From an optimization exercise on the open Yosys and OpenROAD flow, aimed at small area, a short achievable clock period and few clock cycles per item; shortcuts taken in it are not production practice. Only simulation tests tie the RTL to the original design; equivalence was not proved. Power is estimated from default activity; no workload was simulated.

### config.mk
export PLATFORM = sky130hd
export DESIGN_NAME = mf_median
export DESIGN_NICKNAME = mf_median
export VERILOG_FILES = /design/flow/design.v
export SDC_FILE = /design/flow/constraint.sdc
export NUM_CORES = 4
export LEC_CHECK = 0
export CAP_MARGIN = 20
export CORE_MARGIN = 2
export CORE_UTILIZATION = 55
export PLACE_DENSITY = 0.65
export SLEW_MARGIN = 20
### constraint.sdc
create_clock -name core_clock -period 25.0 [get_ports {clk}]
set_input_delay 5.0000 -clock core_clock [delete_from_list [all_inputs] [get_ports {clk}]]
set_output_delay 5.0000 -clock core_clock [all_outputs]
set_load 0.01 [all_outputs]
### design.v
module mf_median (
    input  wire               clk,
    input  wire               rst,         
    input  wire               in_valid,
    output wire               in_ready,
    input  wire signed [31:0] in_value,
    input  wire               in_missing,
    input  wire               in_clear,    
    input  wire        [3:0]  in_m,        
    output reg                out_valid,
    output reg                out_missing,
    output reg  signed [32:0] out_med2     
);
    localparam L = 15;
    integer i, w;
    assign in_ready = 1'b1;
    function le_s(input [31:0] a, input [31:0] b);
        reg [31:0] g, p, na;
        integer w, k;
        begin
            na = ~a;
            g  = b & na;
            p  = b | na;
            g[31] = ~b[31] & a[31];
            p[31] = ~b[31] | a[31];
            for (w = 1; w < 32; w = w * 2)
                for (k = 0; k + w < 32; k = k + 2 * w) begin
                    g[k] = g[k+w] | (p[k+w] & g[k]);
                    p[k] = p[k+w] & p[k];
                end
            le_s = g[0] | p[0];
        end
    endfunction
    function lt4(input [3:0] a, input [3:0] b);
        begin
            lt4 = (~a[3] & b[3]) |
                  (~(a[3] ^ b[3]) & ((~a[2] & b[2]) |
                  (~(a[2] ^ b[2]) & ((~a[1] & b[1]) |
                  (~(a[1] ^ b[1]) & ~a[0] & b[0])))));
        end
    endfunction
    function [15:0] therm16(input [15:0] x);
        reg [15:0] s;
        reg        t;
        begin
            s = x;
            t = s[0]; s[0] = t | s[1]; s[1] = t & s[1];
            t = s[2]; s[2] = t | s[3]; s[3] = t & s[3];
            t = s[0]; s[0] = t | s[2]; s[2] = t & s[2];
            t = s[1]; s[1] = t | s[3]; s[3] = t & s[3];
            t = s[1]; s[1] = t | s[2]; s[2] = t & s[2];
            t = s[4]; s[4] = t | s[5]; s[5] = t & s[5];
            t = s[6]; s[6] = t | s[7]; s[7] = t & s[7];
            t = s[4]; s[4] = t | s[6]; s[6] = t & s[6];
            t = s[5]; s[5] = t | s[7]; s[7] = t & s[7];
            t = s[5]; s[5] = t | s[6]; s[6] = t & s[6];
            t = s[0]; s[0] = t | s[4]; s[4] = t & s[4];
            t = s[2]; s[2] = t | s[6]; s[6] = t & s[6];
            t = s[2]; s[2] = t | s[4]; s[4] = t & s[4];
            t = s[1]; s[1] = t | s[5]; s[5] = t & s[5];
            t = s[3]; s[3] = t | s[7]; s[7] = t & s[7];
            t = s[3]; s[3] = t | s[5]; s[5] = t & s[5];
            t = s[1]; s[1] = t | s[2]; s[2] = t & s[2];
            t = s[3]; s[3] = t | s[4]; s[4] = t & s[4];
            t = s[5]; s[5] = t | s[6]; s[6] = t & s[6];
            t = s[8]; s[8] = t | s[9]; s[9] = t & s[9];
            t = s[10]; s[10] = t | s[11]; s[11] = t & s[11];
            t = s[8]; s[8] = t | s[10]; s[10] = t & s[10];
            t = s[9]; s[9] = t | s[11]; s[11] = t & s[11];
            t = s[9]; s[9] = t | s[10]; s[10] = t & s[10];
            t = s[12]; s[12] = t | s[13]; s[13] = t & s[13];
            t = s[14]; s[14] = t | s[15]; s[15] = t & s[15];
            t = s[12]; s[12] = t | s[14]; s[14] = t & s[14];
            t = s[13]; s[13] = t | s[15]; s[15] = t & s[15];
            t = s[13]; s[13] = t | s[14]; s[14] = t & s[14];
            t = s[8]; s[8] = t | s[12]; s[12] = t & s[12];
            t = s[10]; s[10] = t | s[14]; s[14] = t & s[14];
            t = s[10]; s[10] = t | s[12]; s[12] = t & s[12];
            t = s[9]; s[9] = t | s[13]; s[13] = t & s[13];
            t = s[11]; s[11] = t | s[15]; s[15] = t & s[15];
            t = s[11]; s[11] = t | s[13]; s[13] = t & s[13];
            t = s[9]; s[9] = t | s[10]; s[10] = t & s[10];
            t = s[11]; s[11] = t | s[12]; s[12] = t & s[12];
            t = s[13]; s[13] = t | s[14]; s[14] = t & s[14];
            t = s[0]; s[0] = t | s[8]; s[8] = t & s[8];
            t = s[4]; s[4] = t | s[12]; s[12] = t & s[12];
            t = s[4]; s[4] = t | s[8]; s[8] = t & s[8];
            t = s[2]; s[2] = t | s[10]; s[10] = t & s[10];
            t = s[6]; s[6] = t | s[14]; s[14] = t & s[14];
            t = s[6]; s[6] = t | s[10]; s[10] = t & s[10];
            t = s[2]; s[2] = t | s[4]; s[4] = t & s[4];
            t = s[6]; s[6] = t | s[8]; s[8] = t & s[8];
            t = s[10]; s[10] = t | s[12]; s[12] = t & s[12];
            t = s[1]; s[1] = t | s[9]; s[9] = t & s[9];
            t = s[5]; s[5] = t | s[13]; s[13] = t & s[13];
            t = s[5]; s[5] = t | s[9]; s[9] = t & s[9];
            t = s[3]; s[3] = t | s[11]; s[11] = t & s[11];
            t = s[7]; s[7] = t | s[15]; s[15] = t & s[15];
            t = s[7]; s[7] = t | s[11]; s[11] = t & s[11];
            t = s[3]; s[3] = t | s[5]; s[5] = t & s[5];
            t = s[7]; s[7] = t | s[9]; s[9] = t & s[9];
            t = s[11]; s[11] = t | s[13]; s[13] = t & s[13];
            t = s[1]; s[1] = t | s[2]; s[2] = t & s[2];
            t = s[3]; s[3] = t | s[4]; s[4] = t & s[4];
            t = s[5]; s[5] = t | s[6]; s[6] = t & s[6];
            t = s[7]; s[7] = t | s[8]; s[8] = t & s[8];
            t = s[9]; s[9] = t | s[10]; s[10] = t & s[10];
            t = s[11]; s[11] = t | s[12]; s[12] = t & s[12];
            t = s[13]; s[13] = t | s[14]; s[14] = t & s[14];
            therm16 = s;
        end
    endfunction
    reg               a_valid;
    reg signed [31:0] a_value;
    reg               a_missing, a_clear;
    reg        [3:0]  a_m;
    always @(posedge clk) begin
        a_valid   <= in_valid & ~rst;
        a_value   <= in_value;
        a_missing <= in_missing;
        a_clear   <= in_clear;
        a_m       <= in_m;
    end
    reg signed [31:0] hv [0:L-1];     
    reg signed [31:0] hv_last;        
    reg        [L-1:0] hp;            
    reg        [3:0]  pos [0:L-1];    
    reg        [3:0]  np;             
    reg        [L-1:0] mem;           
    wire [3:0] m_eff = (a_m == 4'd0) ? 4'd1 : a_m;
    reg [15:0] le_v;
    always @* begin
        le_v = 16'd0;
        for (i = 0; i < L-1; i = i + 1)
            le_v[i] = hp[i] & le_s(hv[i], a_value);
    end
    wire [15:0] th = therm16(le_v);
    reg  [L-1:0] lt_new, eq_new;
    always @* begin
        for (i = 0; i < L; i = i + 1) begin
            if (a_missing) begin
                lt_new[i] = (i < L-1);
                eq_new[i] = (i == L-1);
            end else if (a_clear) begin
                lt_new[i] = 1'b0;
                eq_new[i] = (i == 0);
            end else begin
                lt_new[i] = th[i];
                eq_new[i] = ((i == 0) ? 1'b1 : th[i-1]) & ~th[i];
            end
        end
    end
    reg [L-1:0] ge_d;
    always @* begin
        ge_d[0] = (pos[0] == 4'd14);
        for (i = 1; i < L; i = i + 1)
            ge_d[i] = ge_d[i-1] | (pos[i] == 4'd14);
    end
    wire [3:0] np_kept = a_clear ? 4'd0 : np - {3'd0, hp[L-1]};
    wire [3:0] np_n    = np_kept + {3'd0, ~a_missing};
    reg [3:0]   q  [0:L-2];
    reg [L-2:0] uq;
    reg [L-1:0] u;
    reg [3:0]   pos_n [0:L-1];
    reg [L-1:0] mem_n;
    always @* begin
        for (i = 0; i < L; i = i + 1)
            u[i] = lt4(pos[i], m_eff - 4'd1);
        for (i = 0; i < L-1; i = i + 1) begin
            q[i]  = ge_d[i] ? pos[i+1] : pos[i];
            uq[i] = ge_d[i] ? u[i+1] : u[i];
        end
        for (i = 0; i < L; i = i + 1) begin
            if (lt_new[i]) begin
                pos_n[i] = q[i] + 4'd1;
                mem_n[i] = uq[i];
            end else if (eq_new[i]) begin
                pos_n[i] = 4'd0;
                mem_n[i] = 1'b1;
            end else begin
                pos_n[i] = q[i-1] + 4'd1;
                mem_n[i] = uq[i-1];
            end
            mem_n[i] = mem_n[i] & (i < np_n);
        end
    end
    wire [L-1:0] hp_n = {hp[L-2:0] & {(L-1){~a_clear}}, ~a_missing};
    reg  [3:0]   n_next;
    always @* begin
        n_next = 4'd0;
        for (i = 0; i < L; i = i + 1)
            n_next = n_next + {3'd0, hp_n[i] & (i < m_eff)};
    end
    reg               b_valid, b_missing;
    reg        [3:0]  b_klo, b_khi;     
    always @(posedge clk) begin
        if (rst) begin
            b_valid <= 1'b0;
            hp      <= {L{1'b0}};
            np      <= 4'd0;
        end else begin
            b_valid <= a_valid;
            if (a_valid) begin
                hp <= hp_n;
                np <= np_n;
            end
        end
    end
    always @(posedge clk) begin
        if (a_valid) begin
            hv[0] <= a_value;
            for (i = 1; i < L; i = i + 1)
                hv[i] <= hv[i-1];
            for (i = 0; i < L; i = i + 1)
                pos[i] <= pos_n[i];
        end
        hv_last   <= hv[L-1];
        mem       <= mem_n;
        b_missing <= a_missing;
        b_klo     <= (n_next - 4'd1) >> 1;
        b_khi     <= n_next >> 1;
    end
    reg [3:0] inc [0:L-1];      
    always @* begin
        for (i = 0; i < L; i = i + 1)
            inc[i] = {3'd0, mem[i]};
        for (w = 1; w < 16; w = w * 2)
            for (i = 0; i < L; i = i + 1)
                if ((i / w) % 2 == 1)
                    inc[i] = inc[i] + inc[(i / w) * w - 1];
    end
    reg [3:0] p_lo, p_hi;
    always @* begin
        p_lo = 4'd0;
        p_hi = 4'd0;
        for (i = 0; i < L; i = i + 1) begin
            if (mem[i] && ((i == 0) ? 4'd0 : inc[i-1]) == b_klo) p_lo = p_lo | pos[i];
            if (mem[i] && ((i == 0) ? 4'd0 : inc[i-1]) == b_khi) p_hi = p_hi | pos[i];
        end
    end
    wire [3:0] s_lo = p_lo + {3'd0, a_valid};
    wire [3:0] s_hi = p_hi + {3'd0, a_valid};
    reg       c_valid, c_missing;
    reg [3:0] c_lo, c_hi;
    always @(posedge clk) begin
        if (rst) c_valid <= 1'b0;
        else     c_valid <= b_valid;
        c_missing <= b_missing;
        c_lo      <= s_lo;
        c_hi      <= s_hi;
    end
    wire [3:0] i_lo = c_lo;
    wire [3:0] i_hi = c_hi;
    reg signed [31:0] lo_v, hi_v;
    always @* begin
        lo_v = 32'sd0;
        hi_v = 32'sd0;
        for (i = 0; i < L; i = i + 1) begin
            if (i_lo == i) lo_v = lo_v | hv[i];
            if (i_hi == i) hi_v = hi_v | hv[i];
        end
        if (i_lo == L) lo_v = lo_v | hv_last;
        if (i_hi == L) hi_v = hi_v | hv_last;
    end
    always @(posedge clk) begin
        if (rst) out_valid <= 1'b0;
        else     out_valid <= c_valid;
        out_missing <= c_missing;
        out_med2    <= {lo_v[31], lo_v} + {hi_v[31], hi_v};
    end
endmodule
### flow/run.sh
#!/bin/bash
# The standard layout (the standard.sh: ORFS synthesis through finish), with
# ORFS's repair_timing asked to leave a setup margin, so that it sizes and
# buffers the layout for a shorter achieved period than the 25 ns clock asks for,
# and allowed to resize cells to other footprints. The clock, the I/O delays and
# every other constraint are the design's own. make's output goes to standard.log,
# each ORFS step's to its own log under orfs/logs.
set -euo pipefail
bash standard.sh SETUP_SLACK_MARGIN=19.3 MATCH_CELL_FOOTPRINT=0 finish > standard.log 2>&1
### standard.sh
#!/bin/bash
# synth_recipe.tcl (not shown) runs the flow's synth.tcl, then flattens the netlist and writes it again
# the make line also repeats each setting of config.mk as NAME=value (left out here)
make -C /OpenROAD-flow-scripts/flow DESIGN_CONFIG=/design/flow/config.mk WORK_HOME=/design/flow/orfs CLKGATE_MAP_FILE= SYNTH_SCRIPT=/design/flow/synth_recipe.tcl "${@:-finish}"
==> results of run 1 <==
==> metal layers <==
layer	global-route usage [%]	share of wire (%)
met2	59.2	39
met1	60.5	37
met5	0.750	0.078
met3	19.3	17
met4	19.3	6.3
==> power by group <==
part           switching (mW)  internal [mW]  total [mW]
sequential             0.0996           1.34        1.44
combinational           0.450          0.284       0.734
clock                   0.498          0.691        1.19
total                    1.05           2.32        3.37
==> state kept, by name, indices dropped and copies added, names as in the netlist, 3 cells and up <==
signal and flops:
hv 480, hv_last 32, c_hi 4, b_klo 3, a_m 4, a_value 32, c_lo 4, mem 15
np 4, out_med2 33, b_khi 3, hp 15, pos 60
==> what timing repair did <==
action | CTS | global route
resized for setup | 132 | 89
pin swaps | 2 | 16
cloned | 1 | 6
buffers inserted | 3 | 35
hold buffers | 0 | 0
endpoints found under the setup margin | 118 | 114
==> cells in the mapped netlist (23+ instances only) <==
library cell  number  share of area [%]
a21o_1            34               0.61
edfxtp_1         540                 39
a22oi_1           70                1.3
a221o_1           23               0.55
nand3_1           62               0.75
xor2_1            63                1.3
a21oi_1          149                1.8
nand2_1          212                1.9
nor2b_1           65               0.98
xnor2_1           92                1.9
a222oi_1          53                1.3
buf_2             41               0.49
inv_1            255                2.3
fa_1              30                1.4
nor2_1           159                1.4
o21ai_0          226                2.7
a22o_1           290                6.1
o221ai_1          37               0.78
dfxtp_1          158                7.6
o21a_1            49               0.88
mux2i_1           26               0.63
o22ai_1          100                1.5
nand4_1           78                1.2
clkbuf_1         149                1.3
nor3_1            41               0.49
a221oi_1         277                5.8
nand2b_1          97                1.5
maj3_1            50                1.2
ha_1             140                4.2
nor4_1            33               0.50
==> through the flow <==
stage	instance area (µm²)	total power, mW	hold WS (ns)	instances
after floorplan	41600	1.87	0.310	3950
after global placement	43400	2.14	0.318	4845
after detailed placement	43400	2.16	0.316	4845
after CTS	45900	3.31	0.339	4993
after global routing	46600	3.45	0.344	5036
final	46600	3.37	0.331	5038
==> logic make-up after synthesis <==
family	Yosys count	share of synthesized area, %
buffers and inverters	489	4.66
XOR/XNOR	155	3.26
AND/OR/NAND/NOR	856	10.6
adder cells (fa/ha/maj)	223	6.94
other	1	0.00902
flip-flops	698	46.6
multiplexers	27	0.653
AO/OA/AOI/OAI	1501	27.3
==> cell usage in the layout, fill, tap and decap left out, drive strengths merged, types with 33 or more instances in the layout <==
cell type        n
edfxtp         540
a222oi          53
nor2           161
inv            262
a22o           290
a22oi           70
xor2            63
nand3           62
nand4           78
clkdlybuf4s50   39
nor2b           65
ha             140
nor4            33
clkbuf         116
nor3            43
a221oi         277
xnor2           92
buf            139
nand2          214
o21a            49
maj3            53
o21ai          237
dfxtp          158
a21o            34
o221ai          37
o22ai          100
a21oi          149
nand2b          97
==> layout make-up <==
type	instances	area [µm²]	share of cell area, %
Multi-Input combinational cell	2763	20700	44.4
Sequential cell	698	19400	41.7
Clock buffer	115	2220	4.77
Timing Repair Buffer	180	1590	3.42
Tap cell	969	1210	2.60
Inverter	275	1090	2.34
Clock inverter	29	350	0.752
Timing Repair inverter	7	35.0	0.0752
Antenna cell	2	5.00	0.0107
==> worst max path at each step <==
stage	end	slack, ns
after detailed placement	hp[0]	18.52
after floorplan	hp[0]	19.54
after CTS	out_med2[6]	18.90
final	out_med2[6]	18.92
after global placement	hp[0]	18.57
after global routing	out_med2[6]	18.89
==> results.txt, run 1 <==
Status: timing/DRC/antenna clean
Slew @ Worst Pin: 1.17 ns
Min cycle time layout: 6.08 ns
Maximum vdd drop: 72.5 µV
Final max-slew violation count: 0
Overall Global Routing Usage: 43.9%
Cells after Synth: 3950
Final setup fails: 0
Rel. slew slack: 21.7%
Distinct cells, synth: 95
DR DRC count: 0
Clk slew on worst S/H paths: 0.06 ns
P per Cell Area: 72.2 nW/µm²
Min-Delay Path Depth: 0
DRT Pass-1 Iters: 13
Hold/Removal Path Class: flip-flop to flip-flop
Worst Slack Setup Final: 18.92 ns
EDFF count, synth: 540
Final core occ: 62.4%
Worst Setup SP: out_med2[6]
CP top delay family: flip-flops
Num rows: 100
HP Start: b_missing
Post-synth ARST share: 0%
Slowest cell on the critical path: dfxtp_2
H-tree Lvls: 3
Die ar.: 77800 µm²
CP Class: flip-flop to output pin
WP buf/inv: 1
WL per Instance: 35.1 µm
Required time worst endpoint: 20.00 ns
Share of post-route cells with drive strength above 1: 10.5%
Horiz. Die Dim: 279 µm
Fin crit share: 24.3%
Antenna violations before repair: 3
First-pass GRT wire length: 251000 µm
Via count: 39000
CP Max Fanout: 1
Setup total negative slack: 0 ns
Clk sink count: 698
I/O pin total: 77
Syn Nets: 4161
Mapped Area: 41600 µm²
Final WL: 177000 µm
Master cell of the clock root buffer: clkbuf_16
Final GP Congestion: 1.06
Worst EP arrival: 1.08 ns
Hold endpoint: c_missing
YS warnings: 8
Reg2reg start: c_lo[1]
Register area share after synthesis: 46.6%
Vias in the first global route: 35800
Crit path capture type: output pin
Post-DRT Antenna Nets: 0
Max-cap violation count: 0
Vias per cell: 7.75
Worst-path cell chain: buf_6
Static Leak: 17.0 nW
Floorplan core area: 74700 µm²
Dpl ws: 18.52 ns
Final clock skew: 0.0363 ns
Initial Util: 55.7%
Avg Cell Area, Syn: 10.5 µm²
Starting DRT DRC Count: 7881
RSZ-0062 raised after global routing: true
DIE HEIGHT: 279 µm
Depth of the most critical reg-to-reg path: 22
Largest net degree at the start of global routing: 208
Clk buf depth: 3
R2r setup slk: 19.33 ns
Grt ovf: 0
Clock buffers created by TritonCTS: 78
Syn-to-layout area delta: 12.1%
Main synth FF type: edfxtp_1
Nets: 4214
Critical Path Max Stage Delay: 0.32 ns
Startpoint types: flip-flop
Critical path depth: 1
#FFs+latches synth: 698
Port-buffer cells: 75
Latest clock arrival within the worst-skew pair: 0.66 ns
F_max: 0.164 GHz
Fillers: 5977
DP HPWL: 119000 µm
Reg2Reg Capture Point: out_med2[32]
Final hold violation count: 0
CTS tree: built
Testbench counts, summed over its fixed seeds: cycles 32,032, items 32,000.
==> run 2: changes to the inputs <==
--- a/config.mk
+++ b/config.mk
@@ -10,2 +10,5 @@
 export CORE_UTILIZATION = 55
+export CTS_BUF_LIST = sky130_fd_sc_hd__clkbuf_16
+export CTS_CLUSTER_DIAMETER = 100
+export CTS_CLUSTER_SIZE = 20
 export PLACE_DENSITY = 0.65
==> results.txt, run 2 <==
DRT Pass-1 Iters: 14
R2r setup slk: 19.33 ns
Cell area after placement: 43400 µm²
Final max-slew violation count: 0
#FFs+latches synth: 698
Clock buffers created by TritonCTS: 42
Clock network fraction of design power: 25.1%
Hold/Removal Path Class: flip-flop to flip-flop
Startpoint types: flip-flop
Min cycle time layout: 6.06 ns
Distinct cells, synth: 95
Sw Ratio: 33.1%
Hold_ws: 0.338 ns
Mapped Area: 41600 µm²
Vias per cell: 7.82
Num rows: 100
Reg2Reg Capture Point: out_med2[31]
Dpl ws: 18.52 ns
Setup total negative slack: 0 ns
Horiz. Die Dim: 279 µm
Grt ovf: 0
Post-DRT Antenna Nets: 0
RSZ-0062 raised after global routing: true
Final setup fails: 0
YS warnings: 8
Vias in the first global route: 35200
Nets: 4180
Net Sw Power: 959 µW
Clk sink count: 698
Ant diodes: 0
Main synth FF type: edfxtp_1
H-tree Lvls: 2
Yosys top cell area share: 39.0%
DP HPWL: 119000 µm
Syn-to-layout area delta: 8.89%
Slew @ Worst Pin: 1.18 ns
Overall Global Routing Usage: 43.5%
CP Class: flip-flop to output pin
Part of the power in registers: 49.7%
First-pass GRT wire length: 248000 µm
Crit path capture type: output pin
Max reg flops: 480
Syn Nets: 4161
Max-cap violation count: 0
Commonest non-fill, non-tap cell in the layout: edfxtp_1
CTS tree: built
EDFF count, synth: 540
Initial Util: 55.7%
Largest net degree at the start of global routing: 208
Synth cell count leaders: edfxtp_1, a22o_1, a221oi_1
Fin crit share: 24.2%
Final GP Congestion: 1.06
Avg Cell Area, Syn: 10.5 µm²
Floorplan core area: 74700 µm²
Critical path depth: 1
Slowest cell on the critical path: dfxtp_1
Most frequent cells in the layout: edfxtp_1, a22o_1, a221oi_1
Share of post-route cells with drive strength above 1: 9.08%
Gate power share: 25.2%
Worst Slack Setup Final: 18.94 ns
Fin cells: 4969
Internal Power: 1.94 mW
Final hold violation count: 0
Final WL: 175000 µm
Top cells by area, synth: edfxtp_1, dfxtp_1, a22o_1
Status: timing/DRC/antenna clean
Worst Setup SP: out_med2[16]
Via count: 38800
CP top delay family: flip-flops
Critical Path Sink: out_med2[16]
Top-count cell post-synth: edfxtp_1
Clk slew on worst S/H paths: 0.08 ns
Die ar.: 77800 µm²
CP Max Fanout: 1
WL per Instance: 35.3 µm
Reg2reg start: c_lo[0]
Critical Path Max Stage Delay: 0.32 ns
I/O pin total: 77
DIE HEIGHT: 279 µm
Final clock skew: 0.0521 ns
Worst-path cell chain: buf_2
Post-synth ARST share: 0%
Maximum vdd drop: 67.8 µV
Placed cell count: 4845
Static Leak: 16.5 nW
P per Cell Area: 64.1 nW/µm²
Starting DRT DRC Count: 8148
Latest clock arrival within the worst-skew pair: 0.63 ns
Cells after Synth: 3950
Biggest register: hv
HP Start: b_missing
Synth area leader: edfxtp_1
Rel. slew slack: 21.6%
DR DRC count: 0
Register area share after synthesis: 46.6%
Master cell of the clock root buffer: clkbuf_16
Depth of the most critical reg-to-reg path: 19
Largest registers: hv: 480 flops, pos: 60 flops, out_med2: 33 flops
Fin area: 45300 µm²
Worst EP arrival: 1.06 ns
Port-buffer cells: 75
Antenna violations before repair: 2
Required time worst endpoint: 20.00 ns
WP buf/inv: 1
Clk buf depth: 3
F_max: 0.165 GHz
## run 2: cell counts after synthesis
No cell type changed its count.
## run 2: cell type report
type | instances | area [µm²]
repair inverters | 6 | 30.0
clock inverters | 32 | 153
multi-input cells | 2763 | 20700
flip-flops and latches | 698 | 19400
clock buffers | 43 | 1080
fillers | 6109 | 29400
well taps | 969 | 1210
inverters | 275 | 1090
repair buffers | 183 | 1600
## run 2: power by group through the flow
stage	clock [mW]	combinational [mW]	sequential (mW)
2_1_floorplan	0	0.429	1.44
3_3_place_gp	0	0.684	1.45
3_5_place_dp	0	0.701	1.45
4_1_cts	0.730	0.685	1.43
5_1_grt	0.769	0.772	1.45
6_report	0.729	0.731	1.44
## run 2: worst register-to-register path, cell delays in order, from the launching register on
cell	delay [ns]
dfxtp_1	0.54
nand2b_2	0.23
nor2_4	0.40
buf_4	0.70
a22o_1	0.27
a221oi_1	0.05
nand4_1	0.13
ha_1	0.34
a21o_1	0.21
a21o_1	0.16
a21oi_1	0.27
o311ai_0	0.20
and3_2	0.34
o211ai_1	0.35
a31oi_1	0.28
a41o_1	0.36
o41ai_2	0.36
o21bai_1	0.11
a21oi_1	0.18
xnor2_1	0.13
## run 2: cells by family after synthesis
group | Yosys count | synth area share [%]
AO/OA/AOI/OAI | 1501 | 27.3
AND/OR/NAND/NOR | 856 | 10.6
flip-flops | 698 | 46.6
buffers and inverters | 489 | 4.66
adder cells (fa/ha/maj) | 223 | 6.94
XOR/XNOR | 155 | 3.26
multiplexers | 27 | 0.653
other | 1 | 0.00902
## run 2: metrics by stage
step	utilization, %	total power [mW]
5_1_grt	60.6	2.99
2_1_floorplan	-	1.87
6_report	60.6	2.90
3_3_place_gp	58.1	2.14
3_5_place_dp	58.1	2.16
4_1_cts	59.7	2.85
## run 2: routing by layer
metal  GRT usage (%)  vias to the layer above  share of wire, %
li1                -                    15700                 -
met1            60.4                    18500                38
met2            59.6                     3784                39
met3            18.6                      847                17
met4            16.9                        4               5.5
met5           0.813                        -             0.039
## run 2: worst min-delay path by stage
| stage | to | slack [ns] | cells after the start |
|---|---|---|---|
| detailed placement | c_missing | 0.32 | 0 |
| global route | c_missing | 0.35 | 0 |
| CTS | c_missing | 0.34 | 0 |
| floorplan | c_missing | 0.31 | 0 |
| finish | c_missing | 0.34 | 0 |
| global placement | c_missing | 0.32 | 0 |
## run 2: what timing repair did
action / in CTS / in global routing
setup buffers: 6 / 35
gates cloned: 1 / 5
resized for setup: 133 / 90
pin swaps: 3 / 14
hold buffers: 0 / 0
endpoints found under the setup margin: 114 / 114
==> run 3: changes to the inputs <==
--- a/flow/run.sh
+++ b/flow/run.sh
@@ -8,2 +8,2 @@
 set -euo pipefail
-bash standard.sh SETUP_SLACK_MARGIN=19.3 MATCH_CELL_FOOTPRINT=0 finish > standard.log 2>&1
+bash standard.sh SETUP_SLACK_MARGIN=18.9 MATCH_CELL_FOOTPRINT=0 finish > standard.log 2>&1
==> results.txt, run 3 <==
CP Max Fanout: 1
Max reg flops: 480
Nets: 4142
WP buf/inv: 1
Overall Global Routing Usage: 43.3%
Max-cap violation count: 0
Port-buffer cells: 75
Clk sink count: 698
Vias in the first global route: 35300
Setup total negative slack: 0 ns
Worst EP arrival: 1.08 ns
Clk slew on worst S/H paths: 0.08 ns
Syn Nets: 4161
Fillers: 6156
CTS tree: built
Slowest cell on the critical path: dfxtp_1
Worst-path cell chain: dlymetal6s2s_1
Depth of the most critical reg-to-reg path: 20
First-pass GRT wire length: 248000 µm
Syn-to-layout area delta: 7.48%
Num rows: 100
Final hold violation count: 0
Post-synth ARST share: 0%
H-tree Lvls: 2
Biggest register: hv
Critical path depth: 1
DRT Pass-1 Iters: 13
Min-Delay Path Depth: 0
F_max: 0.165 GHz
Most frequent cells in the layout: edfxtp_1, a22o_1, inv_1
Largest registers: hv: 480 flops, pos: 60 flops, out_med2: 33 flops
Via count: 38700
Synth cell count leaders: edfxtp_1, a22o_1, a221oi_1
Final GP Congestion: 1.06
CP top delay family: flip-flops
Maximum vdd drop: 67.9 µV
Post-DRT Antenna Nets: 0
Commonest non-fill, non-tap cell in the layout: edfxtp_1
WL per Instance: 35.3 µm
Top-count cell post-synth: edfxtp_1
Rel. slew slack: 22.0%
Master cell of the clock root buffer: clkbuf_16
Required time worst endpoint: 20.00 ns
Floorplan core area: 74700 µm²
Compound-Gate Fraction of Synth Area: 27.3%
Hold/Removal Path Class: flip-flop to flip-flop
Synth area leader: edfxtp_1
Cells after Synth: 3950
Startpoint types: flip-flop
Adder-cell share of the synthesized area: 6.94%
Area share of xor/xnor cells in the synthesized design: 3.26%
Initial Util: 55.7%
Grt ovf: 0
Clk buf depth: 3
Final max-slew violation count: 0
Latest clock arrival within the worst-skew pair: 0.64 ns
DIE HEIGHT: 279 µm
Distinct cells, synth: 95
Main synth FF type: edfxtp_1
Multiplexer share of the synthesized area: 0.653%
Min cycle time layout: 6.08 ns
#FFs+latches synth: 698
Simple-gate share of the synthesized area: 10.6%
Slew @ Worst Pin: 1.17 ns
Yosys top cell area share: 39.0%
Final WL: 174000 µm
Final setup fails: 0
P per Cell Area: 64.4 nW/µm²
Largest net degree at the start of global routing: 208
Die ar.: 77800 µm²
Static Leak: 16.3 nW
Fin crit share: 24.3%
Horiz. Die Dim: 279 µm
Starting DRT DRC Count: 7763
Status: timing/DRC/antenna clean
I/O pin total: 77
Antenna violations before repair: 1
EDFF count, synth: 540
YS warnings: 8
Share of post-route cells with drive strength above 1: 6.54%
CP Class: flip-flop to output pin
Cell area after placement: 43400 µm²
Critical Path Max Stage Delay: 0.30 ns
DP HPWL: 119000 µm
Vias per cell: 7.83
RSZ-0062 raised after global routing: false
Mapped Area: 41600 µm²
Main combinational cell family by area after synthesis: compound AO/OA/AOI/OAI gates
DR DRC count: 0
Crit path capture type: output pin
Clock buffers created by TritonCTS: 42
Avg Cell Area, Syn: 10.5 µm²
Top cells by area, synth: edfxtp_1, dfxtp_1, a22o_1
Final clock skew: 0.0563 ns
Fin area: 44700 µm²
Register area share after synthesis: 46.6%
## run 3: cell counts after synthesis
Identical to the previous run, type by type.
## run 3: through the flow
step / instances / power (mW) / util (%) / hold WS (ns) / worst slack (ns)
2_1_floorplan: 3950 / 1.87 / - / 0.310 / 19.54
3_3_place_gp: 4845 / 2.14 / 58.1 / 0.318 / 18.57
3_5_place_dp: 4845 / 2.16 / 58.1 / 0.316 / 18.52
4_1_cts: 4920 / 2.85 / 59.7 / 0.342 / 18.87
5_1_grt: 4931 / 2.96 / 59.8 / 0.353 / 18.90
6_report: 4946 / 2.88 / 59.8 / 0.337 / 18.92
## run 3: cell type report
type	instances	area, µm²	area share (%)
Antenna cell	15	37.5	0.0840
Clock buffer	43	1080	2.41
Clock inverter	32	153	0.342
Inverter	275	1050	2.35
Multi-Input combinational cell	2763	20500	46.0
Sequential cell	698	19400	43.4
Tap cell	969	1210	2.71
Timing Repair Buffer	149	1220	2.73
Timing Repair inverter	2	10.0	0.0224
## run 3: power by group
group | total (mW) | leakage [nW] | switching [mW] | internal, mW
combinational | 0.716 | 9.23 | 0.445 | 0.270
sequential | 1.44 | 6.39 | 0.0964 | 1.34
clock | 0.729 | 0.693 | 0.412 | 0.317
total | 2.88 | 16.3 | 0.954 | 1.93
## run 3: cell families after synthesis
kind of cell	after synthesis
AOI/OAI and AO/OA	1501
and+or+nand+nor	856
DFF	698
buffers and inverters	489
adders and majority gates	223
xor gates and xnor gates	155
muxes	27
other	1
## run 3: what timing repair did
item	in CTS	in global routing
pin swaps	0	4
setup buffers	0	7
gates cloned	0	2
resized for setup	51	45
hold endpoints to repair	0	0
hold buffers	0	0
setup endpoints to repair	36	87
## run 3: layer usage
| layer | vias to the layer above | wire [µm] | global-route usage [%] | part of all wire, % |
|---|---|---|---|---|
| met5 | - | 184 | 0 | 0.11 |
| met4 | 7 | 9960 | 17.5 | 5.7 |
| met3 | 890 | 29400 | 17.9 | 17 |
| met2 | 3639 | 68600 | 59.2 | 39 |
| met1 | 18500 | 66300 | 60.5 | 38 |
| li1 | 15700 | - | - | - |
## run 3: path summary, 6_finish.rpt
path,startpoint,end,slack [ns]
worst max-delay path,out_med2[27],out_med2[27],18.92
worst min-delay path,b_missing,c_missing,0.34
worst max register to register,c_lo[0],out_med2[32],18.95
worst min register to register,b_missing,c_missing,0.34
==> run 4: changes to the inputs <==
--- a/flow/run.sh
+++ b/flow/run.sh
@@ -8,2 +8,2 @@
 set -euo pipefail
-bash standard.sh SETUP_SLACK_MARGIN=18.9 MATCH_CELL_FOOTPRINT=0 finish > standard.log 2>&1
+bash standard.sh SETUP_SLACK_MARGIN=19.0 MATCH_CELL_FOOTPRINT=0 finish > standard.log 2>&1
--- a/config.mk
+++ b/config.mk
@@ -9,3 +9,3 @@
 export CORE_MARGIN = 2
-export CORE_UTILIZATION = 55
+export CORE_UTILIZATION = 65
 export CTS_BUF_LIST = sky130_fd_sc_hd__clkbuf_16
@@ -13,3 +13,3 @@
 export CTS_CLUSTER_SIZE = 20
-export PLACE_DENSITY = 0.65
+export PLACE_DENSITY = 0.72
 export SLEW_MARGIN = 20
==> results.txt, run 4 <==
Status: timing/DRC/antenna clean
Reg2Reg Capture Point: out_med2[32]
Final setup fails: 0
Avg Cell Area, Syn: 10.5 µm²
Setup total negative slack: 0 ns
Grt ovf: 0
Fin crit share: 24.5%
#FFs+latches synth: 698
Static Leak: 16.4 nW
Critical path depth: 1
EDFF count, synth: 540
Synth area leader: edfxtp_1
Clk slew on worst S/H paths: 0.10 ns
I/O pin total: 77
Final max-slew violation count: 0
Mapped Area: 41600 µm²
Vias per cell: 8.20
Clk buf depth: 3
Biggest register: hv
Top-count cell post-synth: edfxtp_1
Reg2reg start: c_hi[0]
Floorplan core area: 63200 µm²
Maximum vdd drop: 69.3 µV
Hold/Removal Path Class: flip-flop to flip-flop
Final WL: 167000 µm
Latest clock arrival within the worst-skew pair: 0.65 ns
DIE HEIGHT: 257 µm
Final GP Congestion: 1.07
Startpoint types: flip-flop
Crit path capture type: output pin
Critical Path Sink: out_med2[31]
Master cell of the clock root buffer: clkbuf_16
DR DRC count: 0
YS warnings: 8
R2r setup slk: 18.90 ns
Commonest non-fill, non-tap cell in the layout: edfxtp_1
P per Cell Area: 64.7 nW/µm²
Horiz. Die Dim: 257 µm
Multi-input logic area: 20600 µm²
F_max: 0.164 GHz
Num rows: 92
Overall Global Routing Usage: 48.8%
CP Class: flip-flop to output pin
Largest registers: hv: 480 flops, pos: 60 flops, out_med2: 33 flops
H-tree Lvls: 2
WP buf/inv: 1
Nets: 4173
Worst EP arrival: 1.11 ns
Syn-to-layout area delta: 8.06%
Synth cell count leaders: edfxtp_1, a22o_1, a221oi_1
Distinct cells, synth: 95
Die ar.: 66000 µm²
Antenna violations before repair: 7
CP Max Fanout: 1
Slew @ Worst Pin: 1.24 ns
Top cells by area, synth: edfxtp_1, dfxtp_1, a22o_1
Fillers: 4560
DP HPWL: 111000 µm
Final hold violation count: 0
Clock buffers created by TritonCTS: 41
CTS tree: built
First-pass GRT wire length: 243000 µm
DRT Pass-1 Iters: 13
CP top delay family: flip-flops
Depth of the most critical reg-to-reg path: 21
Register area share after synthesis: 46.6%
Slowest cell on the critical path: dfxtp_2
Syn Nets: 4161
Starting DRT DRC Count: 9334
Final core occ: 71.1%
Worst Setup SP: out_med2[31]
Largest net degree at the start of global routing: 197
Final clock skew: 0.0454 ns
Via count: 39700
Worst-path cell chain: buf_6
Critical Path Max Stage Delay: 0.36 ns
Min cycle time layout: 6.11 ns
Yosys top cell area share: 39.0%
Rel. slew slack: 17.4%
Max reg flops: 480
Share of post-route cells with drive strength above 1: 8.24%
Sequential cell area: 19400 µm²
Post-synth ARST share: 0%
Main synth FF type: edfxtp_1
Most frequent cells in the layout: edfxtp_1, a22o_1, inv_1, a221oi_1, o21ai_0
Initial Util: 65.8%
Vias in the first global route: 37700
Required time worst endpoint: 20.00 ns
Max-cap violation count: 0
Cells after Synth: 3950
WL per Instance: 34.5 µm
RSZ-0062 raised after global routing: true
Post-DRT Antenna Nets: 0
Clk sink count: 698
Port-buffer cells: 75
## run 4: cell counts after synthesis
No cell type changed its count.
## run 4: final cells by class
cell class / instances / share of cell area, %
Timing Repair Buffer: 178 / 3.45
Tap cell: 846 / 2.36
Antenna cell: 3 / 0.0167
Clock inverter: 33 / 0.331
Inverter: 275 / 2.40
Multi-Input combinational cell: 2763 / 45.8
Clock buffer: 42 / 2.34
Timing Repair inverter: 5 / 0.0557
Sequential cell: 698 / 43.2
## run 4: metrics by stage
step	area, µm²	hold WS [ns]	setup slack [ns]	cells	power, mW
2_1_floorplan	41600	0.310	19.54	3950	1.87
3_3_place_gp	43200	0.315	18.76	4714	2.13
3_5_place_dp	43200	0.319	18.66	4714	2.15
4_1_cts	44400	0.333	18.88	4800	2.84
5_1_grt	44900	0.345	18.88	4840	2.97
6_report	44900	0.333	18.89	4843	2.91
## run 4: layer usage
metal	wire [µm]	up-vias	GRT usage, %
li1	-	15700	-
met1	55300	18500	61.7
met2	67000	4284	69.4
met3	30500	1243	22.2
met4	14000	12	26.9
met5	360	-	1.97
## run 4: worst min-delay path by stage
stage,from,to,slack (ns),cells past startpoint
2_1_floorplan,b_missing,c_missing,0.31,0
4_1_cts,c_missing,out_missing,0.33,0
3_5_place_dp,c_missing,out_missing,0.32,0
5_1_grt,c_missing,out_missing,0.34,0
3_3_place_gp,b_missing,c_missing,0.32,0
6_report,c_missing,out_missing,0.33,0
## run 4: what timing repair did
item	CTS	global route
hold buffers	0	0
resized for setup	148	62
cloned	0	5
pin swaps	10	12
setup buffers	11	35
endpoints found under the setup margin	45	108
## run 4: where the power goes
group | switching [mW] | total [mW] | internal [mW]
Combinational | 0.445 | 0.732 | 0.288
Sequential | 0.107 | 1.45 | 1.34
Clock | 0.415 | 0.724 | 0.309
## run 4: cells by family (layout without fill, tap and decap cells)
family                     Yosys count  after routing  share of synthesized area (%)
xor gates and xnor gates           155            155                           3.26
DFF                                698            698                           46.6
and+or+nand+nor                    856            856                           10.6
buffers and inverters              489            533                           4.66
muxes                               27             27                          0.653
adders and majority gates          223            223                           6.94
other                                1              4                        0.00902
AOI/OAI and AO/OA                 1501           1501                           27.3
## run 4: worst reg2reg max path, delay by kind of cell, from the launching register on
kind	cells	cell delay [ns]
compound gates	10	2.76
fa+ha+maj	2	0.68
simple gates	6	1.22
flops	1	0.54
buf+inv	3	0.78
==> run 5: changes to the inputs <==
--- a/flow/run.sh
+++ b/flow/run.sh
@@ -8,2 +8,2 @@
 set -euo pipefail
-bash standard.sh SETUP_SLACK_MARGIN=19.0 MATCH_CELL_FOOTPRINT=0 finish > standard.log 2>&1
+bash standard.sh SETUP_SLACK_MARGIN=19.3 MATCH_CELL_FOOTPRINT=0 finish > standard.log 2>&1
--- a/config.mk
+++ b/config.mk
@@ -7,5 +7,5 @@
 export LEC_CHECK = 0
-export CAP_MARGIN = 20
+export CAP_MARGIN = 10
 export CORE_MARGIN = 2
-export CORE_UTILIZATION = 65
+export CORE_UTILIZATION = 55
 export CTS_BUF_LIST = sky130_fd_sc_hd__clkbuf_16
@@ -13,3 +13,3 @@
 export CTS_CLUSTER_SIZE = 20
-export PLACE_DENSITY = 0.72
-export SLEW_MARGIN = 20
+export PLACE_DENSITY = 0.65
+export SLEW_MARGIN = 10
==> results.txt, run 5 <==
Horiz. Die Dim: 279 µm
Syn-to-layout area delta: 8.83%
Fin crit share: 24.3%
WP buf/inv: 1
Final clock skew: 0.0555 ns
First-pass GRT wire length: 247000 µm
CP top delay family: flip-flops
H-tree Lvls: 2
F_max: 0.165 GHz
Top-count cell post-synth: edfxtp_1
Mapped Area: 41600 µm²
Die ar.: 77800 µm²
Slew @ Worst Pin: 1.36 ns
Rel. slew slack: 9.64%
Latest clock arrival within the worst-skew pair: 0.64 ns
Nets: 4177
Largest registers: hv: 480 flops, pos: 60 flops, out_med2: 33 flops
EDFF count, synth: 540
Post-synth ARST share: 0%
P per Cell Area: 63.8 nW/µm²
Reg2reg start: c_lo[0]
Top cells by area, synth: edfxtp_1, dfxtp_1, a22o_1
Avg Cell Area, Syn: 10.5 µm²
Largest net degree at the start of global routing: 208
Overall Global Routing Usage: 43.3%
Distinct cells, synth: 95
Synth cell count leaders: edfxtp_1, a22o_1, a221oi_1
Final setup fails: 0
Clk sink count: 698
YS warnings: 8
WL per Instance: 35.1 µm
Final max-slew violation count: 0
Hold Buf Count CTS: 0
Final hold violation count: 0
Main synth FF type: edfxtp_1
Cells after Synth: 3950
Most frequent cells in the layout: edfxtp_1, a22o_1, a221oi_1
Master cell of the clock root buffer: clkbuf_16
Min-Delay Path Depth: 0
Hold endpoint: c_missing
Depth of the most critical reg-to-reg path: 20
Port-buffer cells: 75
Min cycle time layout: 6.08 ns
CP Max Fanout: 1
CTS tree: built
Fin cells: 4974
Grt ovf: 0
DR DRC count: 0
Status: timing/DRC/antenna clean
Startpoint types: flip-flop
Required time worst endpoint: 20.00 ns
Floorplan core area: 74700 µm²
Critical Path Max Stage Delay: 0.32 ns
Worst-path cell chain: buf_2
DP HPWL: 119000 µm
CP Class: flip-flop to output pin
Synth area leader: edfxtp_1
Setup total negative slack: 0 ns
Commonest non-fill, non-tap cell in the layout: edfxtp_1
Vias in the first global route: 35400
Hold/Removal Path Class: flip-flop to flip-flop
Via count: 38900
Num rows: 100
DRT Pass-1 Iters: 10
Final core occ: 60.6%
Starting DRT DRC Count: 8166
Antenna violations before repair: 7
Overall Power: 2.89 mW
Clock buffers created by TritonCTS: 41
Clk buf depth: 3
I/O pin total: 77
RSZ-0062 raised after global routing: true
Maximum vdd drop: 64.8 µV
DIE HEIGHT: 279 µm
Max reg flops: 480
Vias per cell: 7.82
Slowest cell on the critical path: dfxtp_1
Share of post-route cells with drive strength above 1: 8.85%
Initial Util: 55.7%
Yosys top cell area share: 39.0%
Static Leak: 16.5 nW
Biggest register: hv
Clk slew on worst S/H paths: 0.09 ns
Final GP Congestion: 1.06
Post-DRT Antenna Nets: 0
Max-cap violation count: 0
Register area share after synthesis: 46.6%
R2r setup slk: 19.44 ns
Hold_ws: 0.337 ns
Reg2Reg Capture Point: out_med2[31]
Placed cell count: 4845
HP Start: b_missing
Crit path capture type: output pin
#FFs+latches synth: 698
Syn Nets: 4161
Final WL: 175000 µm
Worst EP arrival: 1.08 ns
## run 5: cell types whose count changed in the layout (fill, tap and decap cells not counted), sizes merged
cell,before,now
clkinvlp,17,21
diode,3,7
buf,138,141
inv,292,290
clkdlybuf4s50,40,39
clkinv,4,3
dlymetal6s2s,0,1
## run 5: cell families after synthesis
kind of cell	after synthesis	share of synthesized area (%)
adders and majority gates	223	6.94
and+or+nand+nor	856	10.6
AOI/OAI and AO/OA	1501	27.3
DFF	698	46.6
buffers and inverters	489	4.66
muxes	27	0.653
xor gates and xnor gates	155	3.26
other	1	0.00902
## run 5: per-stage QoR
stage / setup WS (ns) / cell area, µm²
6_report: 18.92 / 45300
5_1_grt: 18.90 / 45200
4_1_cts: 18.90 / 44500
3_5_place_dp: 18.53 / 43400
3_3_place_gp: 18.57 / 43400
2_1_floorplan: 19.54 / 41600
## run 5: timing repair
action | CTS | global route
pin swaps | 0 | 17
hold endpoints to repair | 0 | 0
cloned | 1 | 5
setup endpoints to repair | 110 | 114
resized for setup | 132 | 83
buffers inserted | 0 | 41
## run 5: worst max path at each step
stage | from | end | slack, ns | cells after the start
2_1_floorplan | rst | hp[0] | 19.54 | 2
3_3_place_gp | rst | hp[0] | 18.57 | 2
3_5_place_dp | rst | hp[0] | 18.53 | 2
4_1_cts | out_med2[12] | out_med2[12] | 18.90 | 1
5_1_grt | out_med2[16] | out_med2[16] | 18.90 | 1
6_report | out_med2[16] | out_med2[16] | 18.92 | 1
## run 5: routing by layer
metal	up-vias	GRT usage [%]	share of wire, %
met5	-	1.63	0.17
met4	13	18.5	6.0
met3	861	17.7	17
met2	3663	59.1	39
met1	18600	60.2	38
li1	15700	-	-
## run 5: area by class of cell
type | count | area [µm²]
fillers | 6122 | 29400
multi-input cells | 2763 | 20700
flip-flops and latches | 698 | 19400
repair buffers | 181 | 1620
well taps | 969 | 1210
inverters | 275 | 1090
clock buffers | 42 | 1050
clock inverters | 33 | 141
repair inverters | 6 | 30.0
diodes | 7 | 17.5
## run 5: power breakdown
group | internal (mW) | switching (mW) | total, mW
registers | 1.34 | 0.0984 | 1.44
clock network | 0.308 | 0.410 | 0.718
logic | 0.282 | 0.449 | 0.731

## separate check: timing with driven ports
In the flow no input, the clock included, has a driving cell. The finished layouts below were timed again as built, in two steps.
Step 1 assumes that a clkbuf_16 drives the clock port and a buf_2 every other input.
Step 2 also shifts input and output timing later by t, the mid clock arrival at the registers, as if the neighbouring blocks saw the same clock.
Three values: ideal ports, drivers, drivers and shift; two values: the first two.
run	shift t [ns]	setup slack, ns	hold slack, ns
run 1	0.705	18.920 / 18.853 / 18.922	0.331 / 0.331 / 0.331
run 2	0.680	18.941 / 18.866 / 18.915	0.338 / 0.338 / 0.338
run 3	0.684	18.921 / 18.847 / 18.485	0.337 / 0.337 / 0.337
run 4	0.694	18.886 / 18.818 / 18.623	0.333 / 0.333 / 0.333
run 5	0.688	18.923 / 18.851 / 18.915	0.337 / 0.337 / 0.337
After both steps setup and hold are still met in every run listed. For run 3, which loses most, drivers alone change the setup slack by -0.074 ns; drivers and shift together by -0.436 ns.
